Context: an optimization exercise on an open-source flow, tuned for small area, a short achievable clock period and few clock cycles per item. The choices shown serve that exercise and are no tape-out recipe. The RTL was checked by simulation tests, not by an equivalence proof against the original design.

==> flow/design.v (excerpt) <==
module dtc_core (
    input  wire               clk,
    input  wire               rst,           
    input  wire               start,
    input  wire signed [15:0] ia,
    input  wire signed [15:0] ib,
    input  wire signed [15:0] ic,
    input  wire        [11:0] vms,
    input  wire               model_en,
    input  wire signed [15:0] cos_th,
    input  wire signed [15:0] sin_th,
    input  wire signed [23:0] t_ref,
    input  wire signed [23:0] f_ref,
    input  wire        [15:0] rs,
    input  wire        [15:0] kv,
    input  wire        [15:0] ld,
    input  wire        [15:0] lq,
    input  wire signed [23:0] psi_pm,
    input  wire        [14:0] model_gain,
    input  wire        [15:0] tq_gain,
    input  wire        [15:0] i_max,
    input  wire        [22:0] t_max,
    input  wire signed [23:0] f_min,
    input  wire signed [23:0] f_max,
    input  wire        [22:0] ht,
    input  wire        [22:0] hf,
    output wire               ready,
    output reg                done,
    output wire        [2:0]  vec,
    output wire signed [23:0] t_est,
    output reg         [23:0] f_est,
    output wire        [1:0]  tq_code,
    output wire               fx_code,
    output wire        [2:0]  sector,
    output wire               cur_lim,
    output wire               ref_lim,
    output wire               sense_fault,
    output wire        [15:0] switches
);
==> flow/config.mk <==
export PLATFORM = sky130hd
export DESIGN_NAME = dtc_core
export DESIGN_NICKNAME = dtc_core
export VERILOG_FILES = /design/flow/design.v
export SDC_FILE = /design/flow/constraint.sdc
export NUM_CORES = 8
export LEC_CHECK = 0
export ABC_AREA = 1
export CAP_MARGIN = 20
export CORE_MARGIN = 2
export CORE_UTILIZATION = 40
export PLACE_DENSITY = 0.6
export SLEW_MARGIN = 20
==> flow/constraint.sdc <==
create_clock -name core_clock -period 15.0 [get_ports {clk}]
set_input_delay 3.0000 -clock core_clock [delete_from_list [all_inputs] [get_ports {clk}]]
set_output_delay 3.0000 -clock core_clock [all_outputs]
set_load 0.01 [all_outputs]
standard.sh (not shown) runs the stock make flow with config.mk's settings and CLKGATE_MAP_FILE= SYNTH_SCRIPT=/design/flow/synth_recipe.tcl, a recipe that flattens the netlist after the stock synthesis.
==> flow/flow/run.sh <==
#!/bin/bash
# The standard layout (the standard.sh, unchanged synthesis, floorplan,
# placement, clock tree and routing) with a tighter target for the timing
# repair: the resizer works until the setup slack at the design's clock
# period is at least 8 ns. The constraints and the clock are the design's.
set -euo pipefail
bash standard.sh SETUP_SLACK_MARGIN=8 finish > standard.log 2>&1
Testbench counts at the start, summed over its fixed seeds: cycles 9,648, items 2,400.
==> next run, changes <==
==> flow/flow/run.sh (replaced) <==
#!/bin/bash
# The standard layout (the standard.sh, unchanged synthesis, floorplan,
# placement, clock tree and routing) with a tighter target for the timing
# repair: the resizer works until the setup slack at the design's clock
# period is at least 6 ns. The constraints and the clock are the design's.
set -euo pipefail
bash standard.sh SETUP_SLACK_MARGIN=6 finish > standard.log 2>&1
Result: Worst hold slack gets better by 0.019 ns. Wire length is lower by 8.5%. Die area is unchanged. Via count falls by about 6%. Core utilization drops by 5.5 points.


lane 3:
dtc_core again, from the RTL that the note above started with.
clock: 15.0 ns
lec_check: 0
abc_area: 1
cap_margin: 20
core_margin: 2
core_utilization: 40
place_density: 0.6
setup_slack_margin: 5
slew_margin: 20
run.sh (not shown) runs the stock make flow with config.mk's settings and CLKGATE_MAP_FILE= SYNTH_SCRIPT=/design/flow/synth_recipe.tcl, a recipe that flattens the netlist after the stock synthesis.
Stock flow here: none of the scripts above is used.
Testbench counts of lane 3, summed over its fixed seeds: cycles 9,648, items 2,400.
The inputs of lane 1 differ from those of lane 3 as listed below.
==> flow/flow/run.sh (new file) <==
#!/bin/bash
# The standard layout (the standard.sh, unchanged synthesis, floorplan,
# placement, clock tree and routing) with a tighter target for the timing
# repair: the resizer works until the setup slack at the design's clock
# period is at least 6 ns. The constraints and the clock are the design's.
set -euo pipefail
bash standard.sh SETUP_SLACK_MARGIN=6 finish > standard.log 2>&1
==> flow/standard.sh (new file) <==
#!/bin/bash
# synth_recipe.tcl (not shown) runs the flow's synth.tcl, then flattens the netlist and writes it again
# the make line also repeats each setting of config.mk as NAME=value (left out here)
make -C /OpenROAD-flow-scripts/flow DESIGN_CONFIG=/design/flow/config.mk WORK_HOME=/design/flow/orfs CLKGATE_MAP_FILE= SYNTH_SCRIPT=/design/flow/synth_recipe.tcl "${@:-finish}"
--- a/flow/config.mk
+++ b/flow/config.mk
@@ -6,9 +6,7 @@
 export NUM_CORES = 8
 export LEC_CHECK = 0
-export ABC_AREA = 1
 export CAP_MARGIN = 20
 export CORE_MARGIN = 2
 export CORE_UTILIZATION = 40
 export PLACE_DENSITY = 0.6
-export SETUP_SLACK_MARGIN = 5
 export SLEW_MARGIN = 20
removed: flow/run.sh
--- outcome ---
Compared with lane 3, in lane 1 worst slew slack as a fraction of its limit higher, via count higher, first-pass GRT wire length higher, count of placed standard cells in the final layout, fillers left out higher.
Re post-synthesis simple-gate area fraction: lane 3 and lane 1 aren't equal, and the higher value belongs to lane 3.
Taking lane 3 as the reference, in lane 1 global-route track usage on met3 has increased, wire length has increased.


## alpha
dtc_core again, from the RTL that the note above started with.
export LEC_CHECK = 0
export ABC_CLOCK_PERIOD_IN_PS = 6000
export CAP_MARGIN = 20
export CORE_MARGIN = 2
export CORE_UTILIZATION = 40
export CTS_BUF_LIST = sky130_fd_sc_hd__clkbuf_4 sky130_fd_sc_hd__clkbuf_8
export PLACE_DENSITY = 0.6
export SETUP_SLACK_MARGIN = 5
export SLEW_MARGIN = 20
create_clock -name core_clock -period 15.0 [get_ports {clk}]
Stock flow here: none of the scripts above is used.
alpha closes out successfully: all stages finished, all timing, DRC and antenna checks passed.
Testbench counts of alpha, summed over its fixed seeds: cycles 9,648, items 2,400.
Modified inputs, beta compared to alpha
Settings: CTS_BUF_LIST removed (was sky130_fd_sc_hd__clkbuf_4 sky130_fd_sc_hd__clkbuf_8).
- Summary — transition time at the pin with the least slew margin, beta relative to alpha: lower, by 0.057 ns.
- Going from alpha to beta, relative max-transition margin picked up an extra 3.2 points, logic depth of the worst path, buffers included rose 8.

## re-timing with driven ports
The flow's constraints put no driver on any port. The routed layouts listed below were extracted and timed again, unchanged, in two steps.
Step 1 (the two cells are an assumption about what drives the block):
set clk [get_ports {clk}]
set_driving_cell -lib_cell sky130_fd_sc_hd__clkbuf_16 $clk
set_driving_cell -lib_cell sky130_fd_sc_hd__buf_2 [delete_from_list [all_inputs] $clk]
Step 2 also shifts input and output timing later by t, the mid clock arrival at the registers, as if the neighbouring blocks saw the same clock.
Three values: ideal ports, drivers, drivers and shift; two values: the first two.
run | t (ns) | setup slack, ns | hold slack, ns
the first run of note 1 | 1.054 | 6.680 / 6.680 / 6.680 | 0.322 / 0.322 / 0.322
the second run of note 1 | 1.027 | 6.118 / 6.118 / 6.118 | 0.341 / 0.341 / 0.341
lane 3 | 1.022 | 5.175 / 5.175 / 5.175 | 0.340 / 0.340 / 0.340
lane 1 | 1.078 | 5.873 / 5.873 / 5.873 | 0.345 / 0.345 / 0.345
alpha | 1.278 | 5.164 / 5.164 / 5.164 | 0.335 / 0.335 / 0.335
beta | 1.047 | 5.171 / 5.171 / 5.171 | 0.339 / 0.339 / 0.339
After both steps setup and hold are still met in every run listed.
